From an optimization exercise on the open Yosys and OpenROAD flow, aimed at small area, a short achievable clock period and few clock cycles per item; shortcuts taken in it are not production practice. RTL that was checked went through simulation tests only; none was proved equivalent to the original. Function not checked in run 1: the RTL went through the layout flow alone. Power is estimated from default activity; no workload was simulated.

<file path="flow/design.v">
module chk_channel (
    input  wire        clk,
    input  wire        rst,
    input  wire        req_valid,
    output wire        req_ready,
    input  wire        req_write,
    input  wire [9:0]  req_addr,      
    input  wire [31:0] req_wdata,
    input  wire [3:0]  req_src,       
    output reg         resp_valid,
    output reg  [1:0]  resp_status,
    output reg  [31:0] resp_rdata
);
    localparam [1:0] ST_OK    = 2'd0;
    localparam [1:0] ST_RANGE = 2'd1;
    localparam [1:0] ST_BUSY  = 2'd2;
    localparam [1:0] CS_NONE     = 2'd0;
    localparam [1:0] CS_OPEN     = 2'd1;
    localparam [1:0] CS_COMPLETE = 2'd2;
    localparam [1:0] CS_INVALID  = 2'd3;
    localparam [9:0] A_POLY    = 10'h040;
    localparam [9:0] A_CFG     = 10'h041;
    localparam [9:0] A_INIT    = 10'h042;
    localparam [9:0] A_LEN     = 10'h043;
    localparam [9:0] A_CONTEXT = 10'h044;
    localparam [9:0] A_START   = 10'h045;
    localparam [9:0] A_FEED_B  = 10'h048;
    localparam [9:0] A_FEED_H  = 10'h049;
    localparam [9:0] A_FEED_W  = 10'h04A;
    localparam [9:0] A_RESULT  = 10'h04C;
    localparam [9:0] A_STATUS  = 10'h04D;
    localparam [9:0] A_HALF    = 10'h07C;
    localparam [9:0] A_INTRAW  = 10'h07D;
    localparam [9:0] A_INVAL   = 10'h07E;
    localparam [9:0] A_DRAIN   = 10'h07F;
    localparam [31:0] RST_POLY = 32'h1EDC_6F41;
    localparam [31:0] RST_MU   = 32'h1F91_CAF6;    
    localparam integer MU_STEPS = 8;
    localparam integer MU_CYC   = 32 / MU_STEPS;
    reg [31:0] poly;
    reg [5:0]  width;
    reg        refin, refout, finv;
    reg [31:0] init;
    reg [15:0] len;
    reg [31:0] context_w;
    reg        drain;
    reg [31:0] poly_al;       
    reg [31:0] init_al;       
    reg [31:0] mu;            
    reg        mu_ok;
    reg        mu_run;
    reg [31:0] mu_x;
    reg [1:0]  mu_cnt;
    reg [1:0]  cstate;
    reg        read_f;
    reg        reject_f;
    reg [3:0]  starter;
    reg [15:0] count;
    reg [31:0] crc;           
    reg [5:0]  run_width;     
    reg        run_refout, run_finv;
    reg [39:0] cnt_comp;
    reg [47:0] cnt_bytes;
    reg [39:0] cnt_rej;
    reg [39:0] cnt_aband;
    reg [39:0] cnt_inval;
    reg [4:0]  half;
    reg [3:0]  int_raw;
    reg [31:0] snap_lo [0:4];
    reg [4:0]  snap_v;
    reg        rdy;
    reg        rst_q;         
    reg        r_v;
    reg [31:0] r_d;
    reg [3:0]  r_s;
    reg        r_crc;         
    reg        w_poly, w_cfg, w_init, w_len, w_ctx, w_start, w_feed;
    reg        w_half, w_intraw, w_inval, w_drain;
    reg        f_b, f_h;      
    reg        q_poly, q_cfg, q_init, q_len, q_ctx, q_result, q_status;
    reg        q_half, q_intraw, q_drain, q_cnt;
    reg [2:0]  cnt_idx;
    reg        cnt_hi;
    assign req_ready = rdy;
    wire accept = req_valid && rdy;
    function [31:0] width_mask;
        input [5:0] w;
        begin
            width_mask = (w >= 6'd32) ? 32'hFFFF_FFFF : ((32'd1 << w) - 32'd1);
        end
    endfunction
    function [31:0] rev32;
        input [31:0] v;
        integer i;
        begin
            for (i = 0; i < 32; i = i + 1) rev32[i] = v[31-i];
        end
    endfunction
    function [31:0] rev_bytes;
        input [31:0] v;
        integer i;
        begin
            for (i = 0; i < 32; i = i + 1) rev_bytes[i] = v[(i & ~7) + 7 - (i & 7)];
        end
    endfunction
    function [31:0] crc_word;
        input [31:0] v;
        input [31:0] m;
        input [31:0] p;
        reg   [31:0] q;
        integer i, j;
        begin
            q = v;
            for (j = 0; j < 31; j = j + 1)
                for (i = j + 1; i < 32; i = i + 1)
                    q[j] = q[j] ^ (v[i] & m[32+j-i]);
            crc_word = 32'd0;
            for (j = 0; j < 32; j = j + 1)
                for (i = 0; i <= j; i = i + 1)
                    crc_word[j] = crc_word[j] ^ (q[i] & p[j-i]);
        end
    endfunction
    wire        a_feed    = (req_addr[9:2] == 8'h12) && (req_addr[1:0] != 2'd3);
    wire        a_cnt     = (req_addr >= 10'h080) && (req_addr <= 10'h089);
    wire        in_crc    = req_write && (req_addr == A_START || a_feed);
    wire        stall     = r_v && r_crc && !mu_ok;
    wire        exec      = r_v && !stall;
    wire        is_open   = (cstate == CS_OPEN);
    wire [2:0]  feed_n    = {!f_b && !f_h, f_h, f_b};
    wire [16:0] count_sum = {1'b0, count} + {14'd0, feed_n};
    wire        feed_rej  = !is_open || (len != 16'd0 && count_sum > {1'b0, len});
    wire [15:0] count_new = count_sum[16] ? 16'hFFFF : count_sum[15:0];
    wire        do_start  = exec && w_start && r_d[0] && !drain;
    wire        do_feed   = exec && w_feed && !drain && !feed_rej;
    wire        do_rej    = exec && w_feed && !drain && feed_rej;
    wire        do_inval  = exec && w_inval && r_d[0] && is_open;
    wire [31:0] wmask     = width_mask(width);
    wire        poly_bad  = is_open || (r_d & ~wmask) != 32'd0 || !r_d[0];
    wire        cfg_bad   = is_open || r_d[5:0] < 6'd8 || r_d[5:0] > 6'd32;
    wire        init_bad  = is_open || (r_d & ~wmask) != 32'd0;
    wire        fold      = r_d[1];
    wire [31:0] din_al    = w_start ? context_w :
                            f_b ? {r_d[7:0], 24'd0} :
                            f_h ? {r_d[15:0], 16'd0} : r_d;
    wire [31:0] din       = refin ? rev_bytes(din_al) : din_al;
    wire [31:0] cbase     = w_start ? init_al : crc;
    wire [31:0] cu        = cbase ^ ((w_start && !fold) ? 32'd0 : din);
    wire        k0        = w_start && !fold;
    wire        k8        = !w_start && f_b;
    wire        k16       = !w_start && f_h;
    wire [31:0] cv        = k0  ? 32'd0 :
                            k8  ? {24'd0, cu[31:24]} :
                            k16 ? {16'd0, cu[31:16]} : cu;
    wire [31:0] cpass     = k0  ? cu :
                            k8  ? {cu[23:0], 8'd0} :
                            k16 ? {cu[15:0], 16'd0} : 32'd0;
    wire [31:0] crc_next  = crc_word(cv, mu, poly_al) ^ cpass;
    wire [5:0]  run_shift  = 6'd32 - run_width;
    wire [31:0] raw_result = run_refout ? rev32(crc) : (crc >> run_shift);
    wire [31:0] result     = run_finv ? (raw_result ^ width_mask(run_width)) : raw_result;
    wire [31:0] status_word = {count, 8'd0, starter, reject_f, read_f, cstate};
    wire [5:0]  al_w     = w_cfg ? r_d[5:0] : width;
    wire [5:0]  al_sh    = 6'd32 - al_w;
    wire [31:0] al_poly  = (w_cfg ? poly : r_d) << al_sh;
    wire [31:0] al_init  = (w_cfg ? init : r_d) << al_sh;
    reg  [47:0] cnt_live;
    always @(*) begin
        case (cnt_idx)
            3'd0:    cnt_live = {8'd0, cnt_comp};
            3'd1:    cnt_live = cnt_bytes;
            3'd2:    cnt_live = {8'd0, cnt_rej};
            3'd3:    cnt_live = {8'd0, cnt_aband};
            default: cnt_live = {8'd0, cnt_inval};
        endcase
    end
    wire [31:0] cnt_rd = cnt_hi ? {16'd0, cnt_live[47:32]} :
                         (snap_v[cnt_idx] ? snap_lo[cnt_idx] : cnt_live[31:0]);
    wire [31:0] rdata = ({32{q_poly}}   & poly) |
                        ({32{q_cfg}}    & {21'd0, finv, refout, refin, 2'd0, width}) |
                        ({32{q_init}}   & init) |
                        ({32{q_len}}    & {16'd0, len}) |
                        ({32{q_ctx}}    & context_w) |
                        ({32{q_result && (cstate == CS_COMPLETE || is_open)}} & result) |
                        ({32{q_status}} & status_word) |
                        ({32{q_half}}   & {27'd0, half}) |
                        ({32{q_intraw}} & {28'd0, int_raw}) |
                        ({32{q_drain}}  & {31'd0, drain}) |
                        ({32{q_cnt}}    & cnt_rd);
    wire [1:0]  status = (((w_start && r_d[0]) || w_feed) && drain) ? ST_BUSY :
                         ((w_poly && poly_bad) || (w_cfg && cfg_bad) ||
                          (w_init && init_bad) || (w_len && is_open) ||
                          (w_feed && feed_rej)) ? ST_RANGE : ST_OK;
    wire        mu_restart = exec && (w_poly || w_cfg);
    wire        mu_done    = mu_run && mu_cnt == MU_CYC - 1;
    wire        mu_ok_next = mu_restart ? 1'b0 : (mu_ok || mu_done);
    reg  [31:0] mu_xs;
    reg  [MU_STEPS-1:0] mu_q;
    integer s;
    always @(*) begin
        mu_xs = (mu_cnt == 2'd0) ? poly_al : mu_x;
        for (s = MU_STEPS - 1; s >= 0; s = s - 1) begin
            mu_q[s] = mu_xs[31];
            mu_xs   = {mu_xs[30:0], 1'b0} ^ (mu_xs[31] ? poly_al : 32'd0);
        end
    end
    wire rv_next   = accept || (r_v && !exec);
    wire rcrc_next = accept ? in_crc : r_crc;
    always @(posedge clk) begin
        rst_q <= rst;
        if (rst) begin
            rdy   <= 1'b1;
            r_v   <= 1'b0;
            r_crc <= 1'b0;
        end else begin
            rdy   <= !(rv_next && rcrc_next && !mu_ok_next);
            r_v   <= rv_next;
            r_crc <= rcrc_next;
        end
        if (rdy) begin
            r_d      <= req_wdata;
            r_s      <= req_src;
            w_poly   <= req_write && req_addr == A_POLY;
            w_cfg    <= req_write && req_addr == A_CFG;
            w_init   <= req_write && req_addr == A_INIT;
            w_len    <= req_write && req_addr == A_LEN;
            w_ctx    <= req_write && req_addr == A_CONTEXT;
            w_start  <= req_write && req_addr == A_START;
            w_feed   <= req_write && a_feed;
            w_half   <= req_write && req_addr == A_HALF;
            w_intraw <= req_write && req_addr == A_INTRAW;
            w_inval  <= req_write && req_addr == A_INVAL;
            w_drain  <= req_write && req_addr == A_DRAIN;
            f_b      <= req_addr[1:0] == 2'd0;
            f_h      <= req_addr[1:0] == 2'd1;
            q_poly   <= !req_write && req_addr == A_POLY;
            q_cfg    <= !req_write && req_addr == A_CFG;
            q_init   <= !req_write && req_addr == A_INIT;
            q_len    <= !req_write && req_addr == A_LEN;
            q_ctx    <= !req_write && req_addr == A_CONTEXT;
            q_result <= !req_write && req_addr == A_RESULT;
            q_status <= !req_write && req_addr == A_STATUS;
            q_half   <= !req_write && req_addr == A_HALF;
            q_intraw <= !req_write && req_addr == A_INTRAW;
            q_drain  <= !req_write && req_addr == A_DRAIN;
            q_cnt    <= !req_write && a_cnt;
            cnt_idx  <= req_addr[3:1];
            cnt_hi   <= !req_addr[0];
        end
    end
    always @(posedge clk) begin
        if (rst_q)
            mu <= RST_MU;
        if (rst) begin
            mu_ok  <= 1'b1;
            mu_run <= 1'b0;
            mu_cnt <= 2'd0;
        end else if (mu_restart) begin
            mu_ok  <= 1'b0;
            mu_run <= 1'b1;
            mu_cnt <= 2'd0;
        end else if (mu_run) begin
            if (!rst_q) mu <= {mu[31-MU_STEPS:0], mu_q};
            mu_cnt <= mu_cnt + 2'd1;
            if (mu_done) begin
                mu_run <= 1'b0;
                mu_ok  <= 1'b1;
            end
        end
        if (mu_run)
            mu_x <= mu_xs;
    end
    always @(posedge clk) begin
        if (rst)
            resp_valid <= 1'b0;
        else
            resp_valid <= exec;
        if (exec) begin
            resp_status <= status;
            resp_rdata  <= rdata;
        end
        if (do_start || do_feed)
            crc <= crc_next;
        if (do_start) begin
            run_width  <= width;
            run_refout <= refout;
            run_finv   <= finv;
        end
        if (exec && q_cnt && cnt_hi)
            snap_lo[cnt_idx] <= cnt_live[31:0];
        if (rst_q) begin
            poly        <= RST_POLY;
            width       <= 6'd32;
            refin       <= 1'b1;
            refout      <= 1'b1;
            finv        <= 1'b1;
            init        <= 32'hFFFF_FFFF;
            poly_al     <= RST_POLY;
            init_al     <= 32'hFFFF_FFFF;
            len         <= 16'd0;
            context_w   <= 32'd0;
            drain       <= 1'b0;
            cstate      <= CS_NONE;
            read_f      <= 1'b0;
            reject_f    <= 1'b0;
            starter     <= 4'd0;
            count       <= 16'd0;
            cnt_comp    <= 40'd0;
            cnt_bytes   <= 48'd0;
            cnt_rej     <= 40'd0;
            cnt_aband   <= 40'd0;
            cnt_inval   <= 40'd0;
            half        <= 5'd0;
            int_raw     <= 4'd0;
            snap_v      <= 5'd0;
        end else begin
            if (exec && w_poly && !poly_bad) begin
                poly    <= r_d;
                poly_al <= al_poly;
            end
            if (exec && w_cfg && !cfg_bad) begin
                width   <= r_d[5:0];
                refin   <= r_d[8];
                refout  <= r_d[9];
                finv    <= r_d[10];
                poly_al <= al_poly;
                init_al <= al_init;
            end
            if (exec && w_init && !init_bad) begin
                init    <= r_d;
                init_al <= al_init;
            end
            if (exec && w_len && !is_open)
                len <= r_d[15:0];
            if (exec && w_ctx)
                context_w <= r_d;
            if (exec && w_drain)
                drain <= r_d[0];
            if (do_start) begin
                cstate     <= CS_OPEN;
                count      <= 16'd0;
                read_f     <= 1'b0;
                reject_f   <= 1'b0;
                starter    <= r_s;
            end
            if (do_feed) begin
                count <= count_new;
                if (len != 16'd0 && count_new == len)
                    cstate <= CS_COMPLETE;
            end
            if (do_rej)
                reject_f <= 1'b1;
            if (do_inval)
                cstate <= CS_INVALID;
            if (exec && q_result) begin
                if (cstate == CS_COMPLETE)
                    read_f <= 1'b1;
                else if (is_open && len == 16'd0) begin
                    cstate <= CS_COMPLETE;
                    read_f <= 1'b1;
                end
            end
            if (do_start) begin
                cnt_comp <= cnt_comp + 40'd1;
                if (is_open) cnt_aband <= cnt_aband + 40'd1;
            end
            if (do_feed)
                cnt_bytes <= cnt_bytes + {45'd0, feed_n};
            if (do_rej)
                cnt_rej <= cnt_rej + 40'd1;
            if (do_inval)
                cnt_inval <= cnt_inval + 40'd1;
            half    <= (exec && w_half)   ? (half & ~r_d[4:0])    : half;
            int_raw <= (exec && w_intraw) ? (int_raw & ~r_d[3:0]) : int_raw;
            if (do_start && !cnt_comp[39] && cnt_comp[38:0] == {39{1'b1}}) begin
                half[0]    <= 1'b1;
                int_raw[3] <= 1'b1;
            end
            if (do_start && is_open && !cnt_aband[39] && cnt_aband[38:0] == {39{1'b1}}) begin
                half[3]    <= 1'b1;
                int_raw[3] <= 1'b1;
            end
            if (do_feed && !cnt_bytes[47] && (cnt_bytes + {45'd0, feed_n}) >> 47 != 48'd0) begin
                half[1]    <= 1'b1;
                int_raw[3] <= 1'b1;
            end
            if (do_rej) begin
                int_raw[1] <= 1'b1;
                if (!cnt_rej[39] && cnt_rej[38:0] == {39{1'b1}}) begin
                    half[2]    <= 1'b1;
                    int_raw[3] <= 1'b1;
                end
            end
            if (do_inval) begin
                int_raw[2] <= 1'b1;
                if (!cnt_inval[39] && cnt_inval[38:0] == {39{1'b1}}) begin
                    half[4]    <= 1'b1;
                    int_raw[3] <= 1'b1;
                end
            end
            if (((do_feed && len != 16'd0 && count_new == len) ||
                 (exec && q_result && is_open && len == 16'd0)) && !starter[3])
                int_raw[0] <= 1'b1;
            if (exec && q_cnt && cnt_hi)
                snap_v[cnt_idx] <= 1'b1;
        end
    end
endmodule
</file>
<file path="flow/config.mk">
export PLATFORM = sky130hd
export DESIGN_NAME = chk_channel
export DESIGN_NICKNAME = chk_channel
export VERILOG_FILES = /design/flow/design.v
export SDC_FILE = /design/flow/constraint.sdc
export NUM_CORES = 4
export LEC_CHECK = 0
export CAP_MARGIN = 20
export CORE_MARGIN = 2
export CORE_UTILIZATION = 40
export PLACE_DENSITY = 0.6
export SLEW_MARGIN = 20
</file>
<file path="flow/run.sh">
#!/bin/bash
# synth_recipe.tcl (not shown) runs the flow's synth.tcl, then flattens the netlist and writes it again
# the make line also repeats each setting of config.mk as NAME=value (left out here)
make -C /OpenROAD-flow-scripts/flow DESIGN_CONFIG=/design/flow/config.mk WORK_HOME=/design/flow/orfs CLKGATE_MAP_FILE= SYNTH_SCRIPT=/design/flow/synth_recipe.tcl finish
</file>
<file path="flow/constraint.sdc">
create_clock -name core_clock -period 20.0 [get_ports {clk}]
set_input_delay 4.0000 -clock core_clock [delete_from_list [all_inputs] [get_ports {clk}]]
set_output_delay 4.0000 -clock core_clock [all_outputs]
set_load 0.01 [all_outputs]
</file>
==> results of run 1 <==
-- flip-flops by register name, indices dropped and copies added, names as in the netlist, 40 cells and up, named ones only --
register / flops
snap_lo: 160
cnt_bytes: 48
cnt_aband: 40
cnt_comp: 40
cnt_inval: 40
cnt_rej: 40
-- worst min-delay path by stage --
stage | from | to | slack (ns) | cells past startpoint
floorplan | width[0] | run_width[0] | 0.41 | 0
global placement | int_raw[0] | int_raw[0] | 0.44 | 2
detailed placement | int_raw[1] | int_raw[1] | 0.45 | 2
CTS | poly_al[30] | poly_al[30] | 0.46 | 2
global route | mu[0] | mu[0] | 0.48 | 2
finish | poly_al[30] | poly_al[30] | 0.45 | 2
-- Yosys cell counts (94+ instances only) --
library cell | instances | share of area [%]
a21oi_1 | 338 | 2.6
a22oi_1 | 175 | 2.0
clkbuf_1 | 444 | 2.6
dfxtp_1 | 476 | 15
edfxtp_1 | 330 | 15
inv_1 | 94 | 0.55
mux2i_1 | 271 | 4.2
mux4_2 | 125 | 4.4
nand2_1 | 1424 | 8.3
nand3_1 | 529 | 4.1
nor2_1 | 495 | 2.9
o21ai_0 | 236 | 1.8
xnor2_1 | 742 | 10
xnor3_1 | 173 | 6.0
xor2_1 | 348 | 4.7
-- metrics by stage --
step | setup slack, ns | instance area, um2 | instances
floorplan | 14.17 | 64600 | 7545
global placement | 13.11 | 66900 | 9314
detailed placement | 12.93 | 66900 | 9314
CTS | 12.86 | 70000 | 9489
global route | 12.51 | 70000 | 9493
finish | 12.65 | 70000 | 9495
-- power groups by stage --
stage	clock (mW)	combinational [mW]	sequential (mW)
2_1_floorplan	0	2.86	1.91
6_report	1.76	3.49	1.89
3_5_place_dp	0	3.45	1.92
4_1_cts	1.79	3.45	1.89
3_3_place_gp	0	3.36	1.92
5_1_grt	1.85	3.68	1.89
-- placed cells by master, fill, tap and decap left out, drive strengths merged, types with 39 or more instances in the layout --
master and n:
a21oi 339, edfxtp 330, mux4 125, o21ai 244, nor2 498, o21a 43
buf 186, dfxtp 476, a211oi 46, nand3 532, or3 65, a22oi 175
nand2b 39, a211o 88, nor2b 84, and2 40, nand4 51, clkdlybuf4s50 85
ha 46, clkbuf 133, mux2i 271, xnor2 749, nor3 76, and3 93
inv 99, nand2 1430, xnor3 176, xor2 350
-- metal layers --
metal	up-vias	global-route usage, %
met5	-	0
met4	2	19.8
met3	719	5.45
met2	3188	47.6
met1	27962	38.8
li1	25713	-
-- cell families after synthesis --
| logic type | after synthesis | share of synthesized area, % |
|---|---|---|
| AND/OR/NAND/NOR | 3002 | 20.8 |
| flip-flops | 806 | 30.1 |
| buffers and inverters | 757 | 5.00 |
| adder cells (fa/ha/maj) | 48 | 0.954 |
| AO/OA/AOI/OAI | 1225 | 12.7 |
| multiplexers | 427 | 9.10 |
| XOR/XNOR | 1280 | 21.3 |
-- cell type report --
cell class	count	area share, %
clock inverter	42	0.716
multi-input combinational	5982	60.2
tap	2160	3.86
inverter	97	0.520
antenna	4	0.0143
clock buffer	133	3.72
sequential	806	27.8
timing repair buffer	271	3.24
-- critical path, stage by stage, from the launching register on --
cell,delay (ns)
edfxtp_1,0.32
buf_4,0.47
buf_4,0.82
nor2_2,0.18
a221oi_1,0.44
or4_1,0.82
nand3_1,0.15
xnor3_1,0.42
xnor3_1,0.38
xnor3_1,0.50
nor2_2,0.17
xor2_2,0.92
a222oi_1,0.22
xnor2_1,0.27
xnor2_1,0.15
xnor3_1,0.41
xnor3_1,0.36
==> flow_metrics.py, run 1 <==
metrics = {
    "clock_tree": {
        "post_cts_resized": 0,
        "cts.sinks": 806,
        "cts_tree": "built",
        "cts_hold_buf": 0,
        "clk_pin_slew_worst_paths_ns": 0.06,
        "post_cts_buffers": 0,
        "htreeDepth": 3,
        "clock_path_buffers": 3,
        "worstSkewPairLatency_ns": 0.76,
        "clockRootBuffer": "clkbuf_16",
        "cts_buffers": 93,
    },
    "pwr": {
        "vdd_ir_drop_max_mv": 0.136,
        "cell_internal_pwr_mw": 4.79,
        "pwr-share-seq_pct": 26.4,
        "power.density_nw_per_um2": 102,
        "p_total_mw": 7.14,
        "combPwrFrac_pct": 48.9,
        "power_leakage_nw": 26.1,
        "p_sw_share_pct": 32.9,
        "p_clk_share_pct": 24.7,
        "p_sw_mw": 2.35,
    },
    "sta": {
        "setup_viol": 0,
        "slew_headroom_pct": 10.5,
        "worst_pin_slew_ns": 1.34,
        "fmax_mhz": 136,
        "hold_viol_final": 0,
        "final.setup.tns_ns": 0,
        "final_max_slew_viol_count": 0,
        "clock_skew_ns": 0.0774,
        "fin_crit_ns": 7.35,
        "min_period_over_period_pct": 36.7,
        "hold_ws_ns": 0.454,
        "rsz0062_at_grt": "no",
    },
    "synth": {
        "syn_area_per_cell_um2": 8.56,
        "synth_area_um2": 64600,
        "syn_inst": 7545,
        "ys.flop_type": "dfxtp_1",
        "synth_edf_count": 330,
        "synth_warnings": 1,
        "syn_nets": 7643,
        "ys_async_sr_fraction_pct": 0,
        "synth_seq_cells": 806,
        "yosys.cell_types.count": 100,
        "seq_area_frac_synth_pct": 30.1,
    },
    "grt": {
        "grt_max_degree": 190,
        "antenna_found_initial": 6,
        "grt_pass1_wl_mm": 375,
        "grt_pass1_vias": 54528,
        "globalRouteOverflowTotal": 0,
        "grt_usage_pct": 30.5,
    },
    "die": {
        "ios": 86,
        "die_x_um": 406,
        "die_h_um": 406,
        "start_util_pct": 40.3,
        "placementRows": 147,
        "die_area_um2": 165000,
        "core_um2": 160000,
    },
    "setup_path": {
        "endpoint": "crc[15]",
        "crit_fanout": 71,
        "critPathCaptureType": "flop",
        "r2r-end": "crc[15]",
        "worstPathArrival_ns": 7.79,
        "crit_type": "flop to flop",
        "crit_start": "w_start",
        "startpoint_type": "flop",
        "reg2reg_from": "w_start",
        "worstPathRequired_ns": 20.44,
        "r2r_slack_ns": 12.65,
        "r2r_cells": 16,
    },
    "run": {
        "drv_cap": 0,
    },
    "detailed_routing": {
        "dr_wl_met2_mm": 114,
        "vias_per_cell": 6.06,
        "met3_length_mm": 23.8,
        "wirelength_mm": 257,
        "top_layer": "met5",
        "wl_per_cell_um": 27.0,
        "first_pass_iters": 10,
        "ant_nets": 0,
        "via_count": 57584,
        "wl_met1_mm": 99.1,
        "drc_errors": 0,
        "drtIter0Drc": 7644,
    },
    "layout": {
        "regArea_um2": 19500,
        "final_core_util_pct": 43.7,
        "layout-drive-gt1-share_pct": 8.03,
        "fillerInstances": 15846,
        "multi_input_area_um2": 42100,
        "area_growth_pct": 8.50,
        "fin_nets": 7349,
    },
    "status": {
        "status": "complete, no violations",
    },
    "placement": {
        "globalplace.congestion": 1.04,
        "port-buffer-count": 85,
        "hpwl_mm": 176,
    },
    "worst_hold_path": {
        "hp-class": "flop to flop",
    },
}
==> inputs of run 2 (changes only) <==
--- a/flow/design.v
+++ b/flow/design.v
@@ -36,8 +36,9 @@
     localparam [31:0] RST_POLY = 32'h1EDC_6F41;
     localparam [31:0] RST_MU   = 32'h1F91_CAF6;    
-    localparam integer MU_STEPS = 8;
+    localparam integer MU_STEPS = 4;
     localparam integer MU_CYC   = 32 / MU_STEPS;
     reg [31:0] poly;
     reg [5:0]  width;
+    reg [5:0]  wsh;           
     reg        refin, refout, finv;
     reg [31:0] init;
@@ -51,5 +52,5 @@
     reg        mu_run;
     reg [31:0] mu_x;
-    reg [1:0]  mu_cnt;
+    reg [2:0]  mu_cnt;
     reg [1:0]  cstate;
     reg        read_f;
@@ -57,4 +58,6 @@
     reg [3:0]  starter;
     reg [15:0] count;
+    reg [15:0] rem;           
+    reg        len_nz;        
     reg [31:0] crc;           
     reg [5:0]  run_width;     
@@ -70,4 +73,5 @@
     reg [4:0]  snap_v;
     reg        rdy;
+    reg        hold;          
     reg        rst_q;         
     reg        r_v;
@@ -78,4 +82,11 @@
     reg        w_half, w_intraw, w_inval, w_drain;
     reg        f_b, f_h;      
+    reg        k0, k8, k16;   
+    reg        k_fold;        
+    reg        k32;           
+    reg        d_feed;        
+    reg [5:0]  r_nb;          
+    reg [5:0]  r_sh;          
+    reg        c_start;       
     reg        q_poly, q_cfg, q_init, q_len, q_ctx, q_result, q_status;
     reg        q_half, q_intraw, q_drain, q_cnt;
@@ -104,4 +115,22 @@
         end
     endfunction
+    function [39:0] inc40;
+        input [39:0] v;
+        reg   [4:0]  g;
+        reg          c, t;
+        integer b, i, j;
+        begin
+            for (b = 0; b < 5; b = b + 1) g[b] = &v[8*b +: 8];
+            for (b = 0; b < 5; b = b + 1) begin
+                c = 1'b1;
+                for (j = 0; j < b; j = j + 1) c = c & g[j];
+                for (i = 0; i < 8; i = i + 1) begin
+                    t = c;
+                    for (j = 0; j < i; j = j + 1) t = t & v[8*b + j];
+                    inc40[8*b + i] = v[8*b + i] ^ t;
+                end
+            end
+        end
+    endfunction
     function [31:0] crc_word;
         input [31:0] v;
@@ -124,4 +153,14 @@
     wire        a_cnt     = (req_addr >= 10'h080) && (req_addr <= 10'h089);
     wire        in_crc    = req_write && (req_addr == A_START || a_feed);
+    wire [31:0] in_feed_al = (req_addr[1:0] == 2'd0) ? {req_wdata[7:0], 24'd0} :
+                             (req_addr[1:0] == 2'd1) ? {req_wdata[15:0], 16'd0} : req_wdata;
+    wire [31:0] in_feed_d  = refin ? rev_bytes(in_feed_al) : in_feed_al;
+    reg  [5:0]  in_nb;
+    integer n;
+    always @(*) begin
+        in_nb = 6'd0;
+        for (n = 0; n < 32; n = n + 1)
+            if (req_wdata[n]) in_nb = n + 1;
+    end
     wire        stall     = r_v && r_crc && !mu_ok;
     wire        exec      = r_v && !stall;
@@ -129,30 +168,34 @@
     wire [2:0]  feed_n    = {!f_b && !f_h, f_h, f_b};
     wire [16:0] count_sum = {1'b0, count} + {14'd0, feed_n};
-    wire        feed_rej  = !is_open || (len != 16'd0 && count_sum > {1'b0, len});
+    wire        rem_lt    = f_b ? (rem == 16'd0) :
+                            f_h ? (rem[15:1] == 15'd0) : (rem[15:2] == 14'd0);
+    wire        rem_eq    = f_b ? (rem == 16'd1) :
+                            f_h ? (rem == 16'd2) : (rem == 16'd4);
+    wire        feed_rej  = !is_open || (len_nz && rem_lt);
+    wire        feed_done = len_nz && rem_eq;
     wire [15:0] count_new = count_sum[16] ? 16'hFFFF : count_sum[15:0];
+    wire [3:0]  bytes_lo  = {1'b0, cnt_bytes[2:0]} + {1'b0, feed_n};
+    wire [44:0] bytes_inc;
+    wire        bytes_cy  = bytes_lo[3] && (&cnt_bytes[46:3]);    
+    assign bytes_inc[39:0]  = inc40(cnt_bytes[42:3]);
+    assign bytes_inc[44:40] = cnt_bytes[47:43] + {4'd0, &cnt_bytes[42:3]};
+    wire [47:0] bytes_new = {bytes_lo[3] ? bytes_inc : cnt_bytes[47:3], bytes_lo[2:0]};
     wire        do_start  = exec && w_start && r_d[0] && !drain;
     wire        do_feed   = exec && w_feed && !drain && !feed_rej;
     wire        do_rej    = exec && w_feed && !drain && feed_rej;
     wire        do_inval  = exec && w_inval && r_d[0] && is_open;
-    wire [31:0] wmask     = width_mask(width);
-    wire        poly_bad  = is_open || (r_d & ~wmask) != 32'd0 || !r_d[0];
+    wire        poly_bad  = is_open || r_nb > width || !r_d[0];
     wire        cfg_bad   = is_open || r_d[5:0] < 6'd8 || r_d[5:0] > 6'd32;
-    wire        init_bad  = is_open || (r_d & ~wmask) != 32'd0;
-    wire        fold      = r_d[1];
-    wire [31:0] din_al    = w_start ? context_w :
-                            f_b ? {r_d[7:0], 24'd0} :
-                            f_h ? {r_d[15:0], 16'd0} : r_d;
-    wire [31:0] din       = refin ? rev_bytes(din_al) : din_al;
-    wire [31:0] cbase     = w_start ? init_al : crc;
-    wire [31:0] cu        = cbase ^ ((w_start && !fold) ? 32'd0 : din);
-    wire        k0        = w_start && !fold;
-    wire        k8        = !w_start && f_b;
-    wire        k16       = !w_start && f_h;
-    wire [31:0] cv        = k0  ? 32'd0 :
-                            k8  ? {24'd0, cu[31:24]} :
-                            k16 ? {16'd0, cu[31:16]} : cu;
-    wire [31:0] cpass     = k0  ? cu :
-                            k8  ? {cu[23:0], 8'd0} :
-                            k16 ? {cu[15:0], 16'd0} : 32'd0;
+    wire        init_bad  = is_open || r_nb > width;
+    wire [31:0] ctx_r     = refin ? rev_bytes(context_w) : context_w;
+    wire [31:0] din       = ({32{d_feed}} & r_d) | ({32{k_fold}} & ctx_r);
+    wire [31:0] cbase     = c_start ? init_al : crc;
+    wire [31:0] cu        = cbase ^ din;
+    wire [31:0] cv        = ({32{k32}} & cu) |
+                            ({32{k16}} & {16'd0, cu[31:16]}) |
+                            ({32{k8}}  & {24'd0, cu[31:24]});
+    wire [31:0] cpass     = ({32{k0}}  & cu) |
+                            ({32{k16}} & {cu[15:0], 16'd0}) |
+                            ({32{k8}}  & {cu[23:0], 8'd0});
     wire [31:0] crc_next  = crc_word(cv, mu, poly_al) ^ cpass;
     wire [5:0]  run_shift  = 6'd32 - run_width;
@@ -160,6 +203,5 @@
     wire [31:0] result     = run_finv ? (raw_result ^ width_mask(run_width)) : raw_result;
     wire [31:0] status_word = {count, 8'd0, starter, reject_f, read_f, cstate};
-    wire [5:0]  al_w     = w_cfg ? r_d[5:0] : width;
-    wire [5:0]  al_sh    = 6'd32 - al_w;
+    wire [5:0]  al_sh    = w_cfg ? r_sh : wsh;
     wire [31:0] al_poly  = (w_cfg ? poly : r_d) << al_sh;
     wire [31:0] al_init  = (w_cfg ? init : r_d) << al_sh;
@@ -198,5 +240,5 @@
     integer s;
     always @(*) begin
-        mu_xs = (mu_cnt == 2'd0) ? poly_al : mu_x;
+        mu_xs = (mu_cnt == 3'd0) ? poly_al : mu_x;
         for (s = MU_STEPS - 1; s >= 0; s = s - 1) begin
             mu_q[s] = mu_xs[31];
@@ -210,13 +252,19 @@
         if (rst) begin
             rdy   <= 1'b1;
+            hold  <= 1'b0;
             r_v   <= 1'b0;
             r_crc <= 1'b0;
         end else begin
             rdy   <= !(rv_next && rcrc_next && !mu_ok_next);
+            hold  <= rv_next && rcrc_next && !mu_ok_next;
             r_v   <= rv_next;
             r_crc <= rcrc_next;
         end
-        if (rdy) begin
-            r_d      <= req_wdata;
+        if (!hold) begin
+            r_d      <= a_feed ? in_feed_d : req_wdata;
+            r_nb     <= in_nb;
+            r_sh     <= 6'd32 - req_wdata[5:0];
+            d_feed   <= a_feed;
+            k32      <= req_addr == A_FEED_W || (req_addr == A_START && req_wdata[1]);
             r_s      <= req_src;
             w_poly   <= req_write && req_addr == A_POLY;
@@ -233,4 +281,9 @@
             f_b      <= req_addr[1:0] == 2'd0;
             f_h      <= req_addr[1:0] == 2'd1;
+            k0       <= req_addr == A_START && !req_wdata[1];
+            c_start  <= req_addr == A_START;
+            k_fold   <= req_addr == A_START && req_wdata[1];
+            k8       <= req_addr == A_FEED_B;
+            k16      <= req_addr == A_FEED_H;
             q_poly   <= !req_write && req_addr == A_POLY;
             q_cfg    <= !req_write && req_addr == A_CFG;
@@ -254,12 +307,12 @@
             mu_ok  <= 1'b1;
             mu_run <= 1'b0;
-            mu_cnt <= 2'd0;
+            mu_cnt <= 3'd0;
         end else if (mu_restart) begin
             mu_ok  <= 1'b0;
             mu_run <= 1'b1;
-            mu_cnt <= 2'd0;
+            mu_cnt <= 3'd0;
         end else if (mu_run) begin
             if (!rst_q) mu <= {mu[31-MU_STEPS:0], mu_q};
-            mu_cnt <= mu_cnt + 2'd1;
+            mu_cnt <= mu_cnt + 3'd1;
             if (mu_done) begin
                 mu_run <= 1'b0;
@@ -291,4 +344,5 @@
             poly        <= RST_POLY;
             width       <= 6'd32;
+            wsh         <= 6'd0;
             refin       <= 1'b1;
             refout      <= 1'b1;
@@ -298,4 +352,5 @@
             init_al     <= 32'hFFFF_FFFF;
             len         <= 16'd0;
+            len_nz      <= 1'b0;
             context_w   <= 32'd0;
             drain       <= 1'b0;
@@ -320,4 +375,5 @@
             if (exec && w_cfg && !cfg_bad) begin
                 width   <= r_d[5:0];
+                wsh     <= r_sh;
                 refin   <= r_d[8];
                 refout  <= r_d[9];
@@ -330,6 +386,8 @@
                 init_al <= al_init;
             end
-            if (exec && w_len && !is_open)
-                len <= r_d[15:0];
+            if (exec && w_len && !is_open) begin
+                len    <= r_d[15:0];
+                len_nz <= r_d[15:0] != 16'd0;
+            end
             if (exec && w_ctx)
                 context_w <= r_d;
@@ -339,4 +397,5 @@
                 cstate     <= CS_OPEN;
                 count      <= 16'd0;
+                rem        <= len;
                 read_f     <= 1'b0;
                 reject_f   <= 1'b0;
@@ -345,5 +404,6 @@
             if (do_feed) begin
                 count <= count_new;
-                if (len != 16'd0 && count_new == len)
+                rem   <= rem - {13'd0, feed_n};
+                if (feed_done)
                     cstate <= CS_COMPLETE;
             end
@@ -361,13 +421,13 @@
             end
             if (do_start) begin
-                cnt_comp <= cnt_comp + 40'd1;
-                if (is_open) cnt_aband <= cnt_aband + 40'd1;
+                cnt_comp <= inc40(cnt_comp);
+                if (is_open) cnt_aband <= inc40(cnt_aband);
             end
             if (do_feed)
-                cnt_bytes <= cnt_bytes + {45'd0, feed_n};
+                cnt_bytes <= bytes_new;
             if (do_rej)
-                cnt_rej <= cnt_rej + 40'd1;
+                cnt_rej <= inc40(cnt_rej);
             if (do_inval)
-                cnt_inval <= cnt_inval + 40'd1;
+                cnt_inval <= inc40(cnt_inval);
             half    <= (exec && w_half)   ? (half & ~r_d[4:0])    : half;
             int_raw <= (exec && w_intraw) ? (int_raw & ~r_d[3:0]) : int_raw;
@@ -380,5 +440,5 @@
                 int_raw[3] <= 1'b1;
             end
-            if (do_feed && !cnt_bytes[47] && (cnt_bytes + {45'd0, feed_n}) >> 47 != 48'd0) begin
+            if (do_feed && !cnt_bytes[47] && bytes_cy) begin
                 half[1]    <= 1'b1;
                 int_raw[3] <= 1'b1;
@@ -398,5 +458,5 @@
                 end
             end
-            if (((do_feed && len != 16'd0 && count_new == len) ||
+            if (((do_feed && feed_done) ||
                  (exec && q_result && is_open && len == 16'd0)) && !starter[3])
                 int_raw[0] <= 1'b1;
--- a/flow/config.mk
+++ b/flow/config.mk
@@ -6,7 +6,7 @@
 export NUM_CORES = 4
 export LEC_CHECK = 0
-export CAP_MARGIN = 20
+export CAP_MARGIN = 30
 export CORE_MARGIN = 2
 export CORE_UTILIZATION = 40
 export PLACE_DENSITY = 0.6
-export SLEW_MARGIN = 20
+export SLEW_MARGIN = 60
==> run 2 against run 1 <==
  * Power decreased by 45%
  * Synthesized area decreased by 1.7%
  * Via count down 1.7%
  * Critical path depth increased by 1
  * Non-clock buffer count up 51
==> flow_metrics.py, run 2 <==
metrics = {
    "status": {
        "status": "complete, no violations",
    },
    "clock_tree": {
        "cts_hold_buf": 0,
        "cts_buffers": 96,
        "post_cts_resized": 0,
        "worstSkewPairLatency_ns": 0.73,
        "htreeDepth": 3,
        "clk_pin_slew_worst_paths_ns": 0.06,
        "clockRootBuffer": "clkbuf_16",
        "clock_path_buffers": 3,
        "cts.sinks": 850,
        "cts_tree": "built",
        "post_cts_buffers": 0,
    },
    "grt": {
        "grt_use_met1_pct": 40.0,
        "antenna_found_initial": 9,
        "grt_max_degree": 102,
        "grtUsageMet3_pct": 5.00,
        "globalRouteOverflowTotal": 0,
        "grt-busiest-layer": "met2",
        "grt_pass1_wl_mm": 347,
        "grt_pass1_vias": 52351,
        "use_met2_pct": 42.6,
        "grt_usage_pct": 28.1,
    },
    "die": {
        "start_util_pct": 40.2,
        "die_h_um": 402,
        "core_um2": 158000,
        "ios": 86,
        "die_area_um2": 162000,
        "placementRows": 146,
        "die_x_um": 402,
    },
    "sta": {
        "min_period_over_period_pct": 31.0,
        "setup_viol": 0,
        "rsz0062_at_grt": "no",
        "final_max_slew_viol_count": 0,
        "final.setup.tns_ns": 0,
        "hold_viol_final": 0,
        "fin_crit_ns": 6.20,
        "worst_pin_slew_ns": 0.649,
        "clock_skew_ns": 0.0653,
        "slew_headroom_pct": 56.7,
        "fmax_mhz": 161,
    },
    "detailed_routing": {
        "vias_per_cell": 5.91,
        "first_pass_iters": 8,
        "wl_per_cell_um": 24.5,
        "via_count": 56632,
        "drc_errors": 0,
        "ant_nets": 0,
        "wirelength_mm": 235,
        "drtIter0Drc": 7999,
    },
    "synth": {
        "syn_nets": 7879,
        "synth_top_area_share_pct": 17.3,
        "synth_area_leaders": "edfxtp_1 17%, dfxtp_1 15%, xnor2_1 12%",
        "synth_seq_cells": 850,
        "yosys.area.top_type": "edfxtp_1",
        "synth_warnings": 1,
        "syn_inst": 7618,
        "ys_top_cells_by_count": "1858 x nand2_1, 835 x xnor2_1, 501 x a21oi_1",
        "synth_most_common_cell": "nand2_1",
        "synth_edf_count": 365,
        "ys_async_sr_fraction_pct": 0,
        "syn_area_per_cell_um2": 8.33,
        "seq_area_frac_synth_pct": 32.6,
        "ys.flop_type": "dfxtp_1",
        "synth_area_um2": 63400,
        "yosys.cell_types.count": 83,
    },
    "pwr": {
        "power.density_nw_per_um2": 55.7,
        "p_total_mw": 3.92,
        "vdd_ir_drop_max_mv": 0.0726,
        "power_leakage_nw": 25.4,
    },
    "setup_path": {
        "crit_type": "input port to flop",
        "worstPathArrival_ns": 6.71,
        "r2r_cells": 15,
        "critPathCaptureType": "flop",
        "startpoint_type": "input port",
        "worstPathRequired_ns": 20.51,
        "crit_fanout": 7,
    },
    "layout": {
        "fin_nets": 7682,
        "diodes": 0,
        "reg_top3": "snap_lo x160, cnt_bytes x48",
        "fin_cells": 9576,
        "layout_common_cells": "1849 x nand2_1, 825 x xnor2_1, 499 x a21oi_1",
        "final_core_util_pct": 44.6,
        "area_growth_pct": 11.0,
        "largest_reg_flops": 160,
        "top_register": "snap_lo",
        "final_common_cell": "nand2_1",
        "layout-drive-gt1-share_pct": 8.66,
    },
    "placement": {
        "place_inst": 9382,
        "hpwl_mm": 165,
        "globalplace.congestion": 0.955,
        "port-buffer-count": 85,
    },
    "worst_hold_path": {
        "hold_depth": 2,
        "hp-class": "flop to flop",
    },
    "run": {
        "drv_cap": 0,
    },
}
[run 2: cell count changes after synthesis, moves of 34 or more]
cell and change:
a21oi_1 +163, ha_1 +162, nand2_1 +434, nand3b_1 +34
xor2_1 -90, edfxtp_1 +35, xnor3_1 -99, nand3_1 -427
or3_1 -57, xnor2_1 +93, and3_1 -55, a211oi_1 +44
mux4_2 -78
[run 2: layout make-up]
| cell class | count | area (um2) |
|---|---|---|
| Multi-Input combinational cell | 6083 | 40600 |
| Sequential cell | 850 | 20700 |
| Clock buffer | 112 | 2540 |
| Tap cell | 2072 | 2590 |
| Timing Repair Buffer | 322 | 2900 |
| Clock inverter | 69 | 776 |
| Fill cell | 15297 | 87600 |
| Inverter | 68 | 256 |
[run 2: metal layers]
layer  part of all wire (%)  wire, um  vias up
met4                    3.6      8390        0
met2                     44    103000     3030
met3                     10     24100      497
li1                       -         -    25797
met5                      0         0        -
met1                     42     99800    27308
[run 2: cell families (layout without fill, tap and decap cells)]
group,Yosys count,count (layout),share of synthesized area [%]
compound gates,1416,1416,14.4
simple gates,2907,2907,19.3
buf+inv,685,571,4.40
fa+ha+maj,211,211,4.20
flops,850,850,32.6
xor+xnor,1184,1184,18.3
mux,365,365,6.84
[run 2: worst max-delay path, stage by stage]
cell and delay (ns):
clkdlybuf4s50_1 0.55, inv_1 0.27, ha_1 0.19, o21bai_1 0.06
a21oi_1 0.16, o21bai_1 0.08, a21oi_1 0.15, o21bai_1 0.07
a21oi_1 0.15, o21bai_1 0.07, a21oi_1 0.16, o21bai_1 0.08
a21oi_1 0.14, o21bai_1 0.07, a21oi_1 0.15, o21bai_1 0.08
a221oi_1 0.28
[run 2: through the flow]
stage / setup slack, ns / hold slack (ns) / instance area (um2)
finish: 13.80 / 0.455 / 70400
global route: 13.52 / 0.485 / 70400
CTS: 13.88 / 0.455 / 70000
detailed placement: 13.14 / 0.447 / 66700
global placement: 12.81 / 0.444 / 65900
floorplan: 14.09 / 0.431 / 63400
[run 2: final timing paths]
| kind | slack [ns] | from | endpoint |
|---|---|---|---|
| worst max-delay path | 13.80 | req_wdata[1] | r_nb[0] |
| worst min-delay path | 0.46 | poly_al[3] | poly_al[3] |
| worst max register to register | 14.09 | refin | crc[28] |
| worst min register to register | 0.46 | poly_al[3] | poly_al[3] |
[run 2: power breakdown]
part	internal (mW)	switching [mW]	total, mW	leakage [nW]
registers	1.81	0.0135	1.83	7.45
clock network	1.05	0.802	1.85	1.59
logic	0.0901	0.148	0.239	16.4
Testbench counts of run 2, summed over its fixed seeds: cycles 13,692, bytes 39,606.
==> inputs of run 3 (changes only) <==
--- a/flow/design.v
+++ b/flow/design.v
@@ -41,4 +41,5 @@
     reg [5:0]  width;
     reg [5:0]  wsh;           
+    reg [31:8] whi;           
     reg        refin, refout, finv;
     reg [31:0] init;
@@ -86,6 +87,4 @@
     reg        k32;           
     reg        d_feed;        
-    reg [5:0]  r_nb;          
-    reg [5:0]  r_sh;          
     reg        c_start;       
     reg        q_poly, q_cfg, q_init, q_len, q_ctx, q_result, q_status;
@@ -156,11 +155,4 @@
                              (req_addr[1:0] == 2'd1) ? {req_wdata[15:0], 16'd0} : req_wdata;
     wire [31:0] in_feed_d  = refin ? rev_bytes(in_feed_al) : in_feed_al;
-    reg  [5:0]  in_nb;
-    integer n;
-    always @(*) begin
-        in_nb = 6'd0;
-        for (n = 0; n < 32; n = n + 1)
-            if (req_wdata[n]) in_nb = n + 1;
-    end
     wire        stall     = r_v && r_crc && !mu_ok;
     wire        exec      = r_v && !stall;
@@ -185,7 +177,8 @@
     wire        do_rej    = exec && w_feed && !drain && feed_rej;
     wire        do_inval  = exec && w_inval && r_d[0] && is_open;
-    wire        poly_bad  = is_open || r_nb > width || !r_d[0];
+    wire        over_w    = (r_d[31:8] & whi) != 24'd0;
+    wire        poly_bad  = is_open || over_w || !r_d[0];
     wire        cfg_bad   = is_open || r_d[5:0] < 6'd8 || r_d[5:0] > 6'd32;
-    wire        init_bad  = is_open || r_nb > width;
+    wire        init_bad  = is_open || over_w;
     wire [31:0] ctx_r     = refin ? rev_bytes(context_w) : context_w;
     wire [31:0] din       = ({32{d_feed}} & r_d) | ({32{k_fold}} & ctx_r);
@@ -203,5 +196,7 @@
     wire [31:0] result     = run_finv ? (raw_result ^ width_mask(run_width)) : raw_result;
     wire [31:0] status_word = {count, 8'd0, starter, reject_f, read_f, cstate};
-    wire [5:0]  al_sh    = w_cfg ? r_sh : wsh;
+    wire [5:0]  cfg_sh   = 6'd32 - r_d[5:0];
+    wire [31:0] cfg_whi  = ~width_mask(r_d[5:0]);
+    wire [5:0]  al_sh    = w_cfg ? cfg_sh : wsh;
     wire [31:0] al_poly  = (w_cfg ? poly : r_d) << al_sh;
     wire [31:0] al_init  = (w_cfg ? init : r_d) << al_sh;
@@ -262,7 +257,5 @@
         end
         if (!hold) begin
-            r_d      <= a_feed ? in_feed_d : req_wdata;
-            r_nb     <= in_nb;
-            r_sh     <= 6'd32 - req_wdata[5:0];
+            r_d      <= (req_addr[3] && !req_addr[2]) ? in_feed_d : req_wdata;
             d_feed   <= a_feed;
             k32      <= req_addr == A_FEED_W || (req_addr == A_START && req_wdata[1]);
@@ -328,8 +321,6 @@
         else
             resp_valid <= exec;
-        if (exec) begin
-            resp_status <= status;
-            resp_rdata  <= rdata;
-        end
+        resp_status <= status;
+        resp_rdata  <= rdata;
         if (do_start || do_feed)
             crc <= crc_next;
@@ -345,4 +336,5 @@
             width       <= 6'd32;
             wsh         <= 6'd0;
+            whi         <= 24'd0;
             refin       <= 1'b1;
             refout      <= 1'b1;
@@ -375,5 +367,6 @@
             if (exec && w_cfg && !cfg_bad) begin
                 width   <= r_d[5:0];
-                wsh     <= r_sh;
+                wsh     <= cfg_sh;
+                whi     <= cfg_whi[31:8];
                 refin   <= r_d[8];
                 refout  <= r_d[9];
==> flow/flow/run.sh (new file) <==
#!/bin/bash
# Layout flow: the standard flow (standard.sh: standard synthesis, floorplan, placement,
# CTS, routing, finish), unchanged except that ORFS's repair_timing is asked for more setup
# slack than the clock period needs, so that it sizes and buffers the critical paths.
# The SDC, clock period and all other settings are the standard flow's.
set -euo pipefail
export SETUP_SLACK_MARGIN=14.5
bash standard.sh > standard.log 2>&1
==> flow/standard.sh (new file) <==
#!/bin/bash
# synth_recipe.tcl (not shown) runs the flow's synth.tcl, then flattens the netlist and writes it again
# the make line also repeats each setting of config.mk as NAME=value (left out here)
make -C /OpenROAD-flow-scripts/flow DESIGN_CONFIG=/design/flow/config.mk WORK_HOME=/design/flow/orfs CLKGATE_MAP_FILE= SYNTH_SCRIPT=/design/flow/synth_recipe.tcl "${@:-finish}"
removed: flow/run.sh
==> run 3 against run 2 <==
  * Combinational power is about 30% higher
  * Non-clock buffer count is 21 higher
  * Still clean
  * Synthesized cell count is 1.7% lower
  * Die area is 0.50% higher
  * Clock power hardly changed
  * Design area is 1.3% higher
  * Global-route usage is 1.3 points higher
  * Final cell count is 1.2% lower
==> flow_metrics.py, run 3 <==
metrics = {
    "clock_tree": {
        "cts_hold_buf": 0,
        "clock_path_buffers": 3,
        "htreeDepth": 3,
        "cts_buffers": 97,
        "cts_tree": "built",
        "worstSkewPairLatency_ns": 0.74,
        "clk_pin_slew_worst_paths_ns": 0.07,
        "cts.sinks": 861,
        "clockRootBuffer": "clkbuf_16",
    },
    "synth": {
        "yosys.cell_types.count": 81,
        "ys_async_sr_fraction_pct": 0,
        "synth_edf_count": 319,
        "synth_area_um2": 63800,
        "seq_area_frac_synth_pct": 32.0,
        "syn_nets": 7749,
        "synth_area_leaders": "dfxtp_1 17%, edfxtp_1 15%, nand2_1 11%",
        "synth_most_common_cell": "nand2_1",
        "syn_area_per_cell_um2": 8.51,
        "syn_inst": 7490,
        "synth_seq_cells": 861,
        "synth_top_area_share_pct": 17.0,
        "ys.flop_type": "dfxtp_1",
        "yosys.area.top_type": "dfxtp_1",
        "ys_top_cells_by_count": "1871 x nand2_1, 681 x xnor2_1, 542 x dfxtp_1",
        "synth_warnings": 1,
    },
    "detailed_routing": {
        "vias_per_cell": 6.04,
        "drtIter0Drc": 7509,
        "first_pass_iters": 8,
        "via_count": 57177,
        "wirelength_mm": 248,
        "wl_per_cell_um": 26.2,
        "ant_nets": 0,
        "drc_errors": 0,
    },
    "sta": {
        "setup_viol": 0,
        "rsz0062_at_grt": "no",
        "fmax_mhz": 183,
        "worst_pin_slew_ns": 0.687,
        "hold_viol_final": 0,
        "fin_crit_ns": 5.47,
        "final.setup.tns_ns": 0,
        "slew_headroom_pct": 54.2,
        "hold_ws_ns": 0.455,
        "final_max_slew_viol_count": 0,
        "clock_skew_ns": 0.0387,
        "min_period_over_period_pct": 27.3,
    },
    "layout": {
        "reg_top3": "snap_lo x160, cnt_bytes x48",
        "largest_reg_flops": 160,
        "fin_nets": 7558,
        "layout_common_cells": "1861 x nand2_1, 674 x xnor2_1, 514 x dfxtp_1",
        "top_register": "snap_lo",
        "layout-drive-gt1-share_pct": 10.8,
        "final_core_util_pct": 45.0,
        "final_common_cell": "nand2_1",
        "area_growth_pct": 11.9,
    },
    "placement": {
        "hpwl_mm": 172,
        "globalplace.congestion": 1.00,
        "port-buffer-count": 85,
    },
    "die": {
        "placementRows": 146,
        "core_um2": 158000,
        "ios": 86,
        "die_area_um2": 163000,
        "die_x_um": 403,
        "die_h_um": 403,
        "start_util_pct": 40.3,
    },
    "run": {
        "drv_cap": 0,
    },
    "grt": {
        "grt_max_degree": 86,
        "antenna_found_initial": 8,
        "grt_pass1_wl_mm": 360,
        "globalRouteOverflowTotal": 0,
        "use_met2_pct": 43.7,
        "grt-busiest-layer": "met2",
        "grt_use_met1_pct": 41.2,
        "grtUsageMet3_pct": 6.04,
        "grt_usage_pct": 29.4,
        "grt_pass1_vias": 53074,
    },
    "worst_hold_path": {
        "hp-class": "flop to flop",
    },
    "setup_path": {
        "path_delay_family": "XOR/XNOR gates",
        "worst_path_max_delay_cell": "or2_2",
        "worstPathRequired_ns": 20.47,
        "crit_fanout": 31,
        "crit_chain": "buf_12, mux2_2, o211a_1, or2_2, a222oi_1, buf_4, nor2b_1, xnor3_1, xnor3_1, xnor3_1, buf_6, nand2_1, xnor2_1, xnor3_1, xnor3_1",
        "cpPeakStageDelay_ns": 0.59,
        "crit_type": "flop to flop",
        "worstPathArrival_ns": 5.94,
        "path_buf_inv": 3,
        "crit_top_cell": "xnor3_1",
        "critPathCaptureType": "flop",
        "startpoint_type": "flop",
    },
    "status": {
        "status": "complete, no violations",
    },
    "pwr": {
        "p_total_mw": 4.01,
        "power_leakage_nw": 26.4,
        "power.density_nw_per_um2": 56.2,
        "vdd_ir_drop_max_mv": 0.0693,
    },
}
==> run 3: final timing paths <==
| check | slack, ns | startpoint | cells after the start | end |
|---|---|---|---|---|
| max | 14.53 | refin | 15 | crc[21] |
| max reg2reg | 14.53 | refin | 15 | crc[21] |
| min reg2reg | 0.45 | mu[0] | 2 | mu[0] |
| min | 0.45 | mu[0] | 2 | mu[0] |
==> run 3: tightest hold or removal path: cells and delay by family, from the launching register on <==
| family | cells | cell delay [ns] |
|---|---|---|
| DFF | 1 | 0.31 |
| and+or+nand+nor | 1 | 0.05 |
| AOI/OAI and AO/OA | 1 | 0.05 |
==> run 3: final cells by class <==
| cell class | count | area [um2] |
|---|---|---|
| clock buffer | 138 | 2810 |
| sequential | 861 | 20500 |
| antenna | 4 | 10.0 |
| inverter | 52 | 200 |
| clock inverter | 46 | 509 |
| fill | 15229 | 87100 |
| timing repair buffer | 343 | 3080 |
| multi-input combinational | 5944 | 41600 |
| tap | 2072 | 2590 |
==> run 3: logic make-up (layout without fill, tap and decap cells) <==
family | Yosys count | in the layout | synth area share (%)
AO/OA/AOI/OAI | 1415 | 1415 | 14.1
XOR/XNOR | 1082 | 1082 | 18.5
adder cells (fa/ha/maj) | 209 | 209 | 4.14
buffers and inverters | 685 | 579 | 4.19
flip-flops | 861 | 861 | 32.0
multiplexers | 399 | 399 | 8.50
other | 0 | 4 | 0
AND/OR/NAND/NOR | 2839 | 2839 | 18.5
==> run 3: what timing repair did <==
item	in CTS	in global routing
gates cloned	1	1
setup buffers	4	4
endpoints found under the setup margin	82	22
pin swaps	1	1
gates resized for setup	75	38
==> run 3: power by group <==
group	total [mW]	internal, mW	switching [mW]
Combinational	0.310	0.113	0.197
Sequential	1.83	1.83	0.00612
Clock	1.87	1.06	0.804
==> run 3: per-stage QoR <==
| step | setup WS [ns] | cell area (um2) | instances |
|---|---|---|---|
| final | 14.53 | 71300 | 9460 |
| after global routing | 14.50 | 71300 | 9456 |
| after CTS | 14.35 | 70800 | 9444 |
| after detailed placement | 13.31 | 67300 | 9255 |
| after global placement | 13.14 | 66400 | 9210 |
| after floorplan | 14.51 | 63800 | 7490 |
==> run 3: metal layers <==
metal / part of all wire, % / up-vias
met5: 0.014 / -
met4: 4.8 / 6
met3: 11 / 576
met2: 43 / 3191
met1: 42 / 27866
li1: - / 25538
Testbench counts of run 3, summed over its fixed seeds: cycles 13,692, bytes 39,606.
==> inputs of run 4 (changes only) <==
--- a/flow/design.v
+++ b/flow/design.v
@@ -40,6 +40,4 @@
     reg [31:0] poly;
     reg [5:0]  width;
-    reg [5:0]  wsh;           
-    reg [31:8] whi;           
     reg        refin, refout, finv;
     reg [31:0] init;
@@ -151,5 +149,5 @@
     wire        a_feed    = (req_addr[9:2] == 8'h12) && (req_addr[1:0] != 2'd3);
     wire        a_cnt     = (req_addr >= 10'h080) && (req_addr <= 10'h089);
-    wire        in_crc    = req_write && (req_addr == A_START || a_feed);
+    wire        in_crc    = req_write && ((req_addr == A_START && req_wdata[1]) || a_feed);
     wire [31:0] in_feed_al = (req_addr[1:0] == 2'd0) ? {req_wdata[7:0], 24'd0} :
                              (req_addr[1:0] == 2'd1) ? {req_wdata[15:0], 16'd0} : req_wdata;
@@ -177,5 +175,11 @@
     wire        do_rej    = exec && w_feed && !drain && feed_rej;
     wire        do_inval  = exec && w_inval && r_d[0] && is_open;
-    wire        over_w    = (r_d[31:8] & whi) != 24'd0;
+    reg         over_w;
+    integer     b;
+    always @(*) begin
+        over_w = 1'b0;
+        for (b = 8; b < 32; b = b + 1)
+            if (r_d[b] && width <= b) over_w = 1'b1;
+    end
     wire        poly_bad  = is_open || over_w || !r_d[0];
     wire        cfg_bad   = is_open || r_d[5:0] < 6'd8 || r_d[5:0] > 6'd32;
@@ -196,9 +200,9 @@
     wire [31:0] result     = run_finv ? (raw_result ^ width_mask(run_width)) : raw_result;
     wire [31:0] status_word = {count, 8'd0, starter, reject_f, read_f, cstate};
-    wire [5:0]  cfg_sh   = 6'd32 - r_d[5:0];
-    wire [31:0] cfg_whi  = ~width_mask(r_d[5:0]);
-    wire [5:0]  al_sh    = w_cfg ? cfg_sh : wsh;
-    wire [31:0] al_poly  = (w_cfg ? poly : r_d) << al_sh;
-    wire [31:0] al_init  = (w_cfg ? init : r_d) << al_sh;
+    wire [5:0]  al_w     = w_cfg ? r_d[5:0] : width;
+    wire [63:0] al_poly_w = {(w_cfg ? poly : r_d), 32'd0} >> al_w;
+    wire [63:0] al_init_w = {(w_cfg ? init : r_d), 32'd0} >> al_w;
+    wire [31:0] al_poly  = al_poly_w[31:0];
+    wire [31:0] al_init  = al_init_w[31:0];
     reg  [47:0] cnt_live;
     always @(*) begin
@@ -335,6 +339,4 @@
             poly        <= RST_POLY;
             width       <= 6'd32;
-            wsh         <= 6'd0;
-            whi         <= 24'd0;
             refin       <= 1'b1;
             refout      <= 1'b1;
@@ -367,6 +369,4 @@
             if (exec && w_cfg && !cfg_bad) begin
                 width   <= r_d[5:0];
-                wsh     <= cfg_sh;
-                whi     <= cfg_whi[31:8];
                 refin   <= r_d[8];
                 refout  <= r_d[9];
--- a/flow/config.mk
+++ b/flow/config.mk
@@ -8,5 +8,5 @@
 export CAP_MARGIN = 30
 export CORE_MARGIN = 2
-export CORE_UTILIZATION = 40
-export PLACE_DENSITY = 0.6
+export CORE_UTILIZATION = 60
+export PLACE_DENSITY = 0.75
 export SLEW_MARGIN = 60
==> run 4 against run 3 <==
  * Largest cell class unchanged
  * Fmax is 2.7% lower
  * Worst setup slack worse by 0.15 ns
  * Clock-buffer cell count is 3 lower
  * Critical path type unchanged
  * Largest power group is now registers
  * Synthesized area shrank 0.90%
  * Sequential share of layout area fell by 0.27 points
  * Utilization rose by 22 points
  * Die area shrank 34%
==> flow_metrics.py, run 4 <==
metrics = {
    "status": {
        "status": "complete, no violations",
    },
    "setup_path": {
        "path_buf_inv": 1,
        "startpoint_type": "flop",
        "crit_type": "flop to flop",
        "worstPathRequired_ns": 20.46,
        "cpPeakStageDelay_ns": 0.62,
        "crit_chain": "buf_12, mux2i_2, o211a_1, or2_2, xnor3_1, nand2_1, xnor3_1, nand2_1, xor2_1, xnor2_1, xnor2_1, xnor3_1, xnor3_1",
        "crit_fanout": 32,
        "worstPathArrival_ns": 6.07,
        "path_delay_family": "XOR/XNOR gates",
        "crit_top_cell": "xnor3_1",
        "worst_path_max_delay_cell": "xnor3_1",
        "critPathCaptureType": "flop",
    },
    "sta": {
        "min_period_over_period_pct": 28.1,
        "layout_setup_ws_ns": 14.38,
        "fin_crit_ns": 5.62,
        "fmax_mhz": 178,
        "final_max_slew_viol_count": 0,
        "clock_skew_ns": 0.0316,
        "slew_headroom_pct": 55.3,
        "final.setup.tns_ns": 0,
        "setup_viol": 0,
        "hold_viol_final": 0,
        "worst_pin_slew_ns": 0.664,
        "rsz0062_at_grt": "yes",
        "hold_ws_ns": 0.456,
    },
    "synth": {
        "ys.flop_type": "dfxtp_1",
        "ys_async_sr_fraction_pct": 0,
        "yosys.cell_types.count": 80,
        "syn_nets": 7673,
        "yosys.area.top_type": "dfxtp_1",
        "synth_seq_cells": 832,
        "synth_top_area_share_pct": 16.3,
        "synth_compound_area_share_pct": 14.4,
        "synth_area_leaders": "dfxtp_1 16%, edfxtp_1 15%, nand2_1 10%",
        "ys_top_cells_by_count": "1699 x nand2_1, 728 x xnor2_1, 554 x nor2_1",
        "synth_area_um2": 63200,
        "synth_xor_area_share_pct": 18.3,
        "syn_area_per_cell_um2": 8.52,
        "synthAdderAreaFrac_pct": 4.06,
        "muxShareOfSynthArea_pct": 9.96,
        "synth_edf_count": 319,
        "seq_area_frac_synth_pct": 31.4,
        "syn_inst": 7420,
        "synth_top_family_by_area": "XOR/XNOR gates",
        "yosys.area_share.simple_pct": 17.7,
        "synth_most_common_cell": "nand2_1",
        "synth_warnings": 1,
    },
    "layout": {
        "fin_nets": 7495,
        "layout-drive-gt1-share_pct": 10.7,
        "area_growth_pct": 10.7,
        "reg_top3": "snap_lo x160, cnt_bytes x48",
        "layout_common_cells": "1683 x nand2_1, 715 x xnor2_1, 537 x nor2_1",
        "fillerInstances": 8524,
        "top_register": "snap_lo",
        "final_core_util_pct": 66.7,
        "final_common_cell": "nand2_1",
        "fin_cells": 8712,
        "regArea_um2": 19900,
        "largest_reg_flops": 160,
        "multi_input_area_um2": 41900,
    },
    "grt": {
        "antenna_found_initial": 9,
        "grt_pass1_wl_mm": 359,
        "grt_pass1_vias": 54075,
        "grt_max_degree": 82,
        "grt_usage_pct": 44.4,
        "globalRouteOverflowTotal": 0,
    },
    "clock_tree": {
        "htreeDepth": 3,
        "cts_buffers": 90,
        "clock_path_buffers": 3,
        "cts.sinks": 832,
        "cts_hold_buf": 0,
        "clockRootBuffer": "clkbuf_16",
        "clk_pin_slew_worst_paths_ns": 0.06,
        "cts_tree": "built",
        "worstSkewPairLatency_ns": 0.72,
    },
    "placement": {
        "hpwl_mm": 171,
        "place_inst": 8514,
        "pre_cts_ws_ns": 13.34,
        "port-buffer-count": 85,
        "globalplace.congestion": 1.06,
    },
    "die": {
        "start_util_pct": 60.3,
        "die_x_um": 329,
        "ios": 86,
        "die_h_um": 329,
        "core_um2": 105000,
        "die_area_um2": 108000,
        "placementRows": 119,
    },
    "worst_hold_path": {
        "hp-class": "flop to flop",
    },
    "run": {
        "drv_cap": 0,
    },
    "pwr": {
        "power_leakage_nw": 25.3,
        "vdd_ir_drop_max_mv": 0.0629,
        "power.density_nw_per_um2": 53.9,
    },
    "detailed_routing": {
        "drtIter0Drc": 9281,
        "drc_errors": 0,
        "wirelength_mm": 246,
        "ant_nets": 0,
        "via_count": 58375,
        "first_pass_iters": 9,
        "vias_per_cell": 6.70,
        "wl_per_cell_um": 28.3,
    },
}
run 4: cell types whose count changed in the layout (fill, tap and decap cells not counted), moves of 25 or more:
cell,before,now
mux2i_1,222,329
nor2_1,468,537
a21oi_1,478,415
dfxtp_1,514,489
nand3b_1,41,6
nand2_1,1861,1683
o22ai_1,14,40
xnor2_1,674,715
run 4: layer usage:
metal  global-route usage [%]  vias up  share of wire [%]
li1                         -    25430                  -
met1                     59.4    27643                 38
met3                     10.1      972                 12
met4                     27.4        4                7.5
met2                     65.3     4326                 42
met5                        0        -             0.0093
run 4: cell families (layout without fill, tap and decap cells):
group | count (synthesis) | after routing
AOI/OAI and AO/OA | 1418 | 1418
xor gates and xnor gates | 1101 | 1101
adders and majority gates | 203 | 203
buffers and inverters | 673 | 571
DFF | 832 | 832
muxes | 489 | 489
other | 0 | 3
and+or+nand+nor | 2704 | 2704
run 4: cell type report:
class	instances	area share (%)
Clock inverter	33	0.492
Multi-Input combinational cell	5915	59.9
Sequential cell	832	28.4
Antenna cell	3	0.0107
Tap cell	1391	2.49
Clock buffer	135	3.79
Inverter	60	0.336
Timing Repair Buffer	343	4.51
run 4: metrics by stage:
stage          total power [mW]  area, um2
6_report                   3.77      69900
5_1_grt                    3.85      69900
4_1_cts                    3.76      69300
3_5_place_dp               2.08      66100
3_3_place_gp               2.07      65000
2_1_floorplan              1.97      63200
run 4: path summary, 6_finish.rpt:
path / endpoint / slack [ns] / cells past startpoint / startpoint
hold / removal: int_raw[2] / 0.46 / 2 / int_raw[2]
setup reg to reg: crc[28] / 14.38 / 13 / c_start
hold reg to reg: int_raw[2] / 0.46 / 2 / int_raw[2]
setup / recovery: crc[28] / 14.38 / 13 / c_start
run 4: power by group:
part	leakage [nW]	internal, mW	switching [mW]	total, mW
Sequential	7.17	1.77	0.00724	1.78
Combinational	16.7	0.100	0.179	0.279
Clock	1.46	0.965	0.749	1.71
run 4: timing repair:
item	CTS	global route
cloned	0	1
pin swaps	1	4
setup buffers	7	6
endpoints found under the setup margin	73	30
gates resized for setup	69	35
hold endpoints to repair	0	0
run 4: tightest hold or removal path, stage by stage, from the launching register on:
cell     delay (ns)
dfxtp_1        0.31
nand2_1        0.05
a21oi_1        0.05
Testbench counts of run 4, summed over its fixed seeds: cycles 13,660, bytes 39,606.

## static timing again, ports no longer ideal
The results above use ideal ports. As a check the final layouts listed here were re-extracted and re-timed, cells and wires unchanged.
Step 1 assumes that a clkbuf_16 drives the clock port and a buf_2 every other input.
Step 2 moves the port delays by t, midway between the first and last clock arrival at a register: inputs arrive t later, outputs are due t later. That takes back most of the time a late clock gives input paths.
a / b / c = no drivers / after step 1 / after step 2; a / b = the first two.
run	t, ns	setup WS [ns]	clock arrival spread, ns
run 1	0.801	12.652 / 12.652 / 12.652	0.077 / 0.077
run 2	0.782	13.804 / 13.863 / 13.081	0.069 / 0.068
run 3	0.814	14.535 / 14.482 / 13.899	0.039 / 0.039
run 4	0.780	14.383 / 14.383 / 13.854	0.036 / 0.035
After both steps setup and hold are still met in every run listed. For run 2, which loses most, drivers alone change the setup slack by +0.059 ns; drivers and shift together by -0.723 ns.
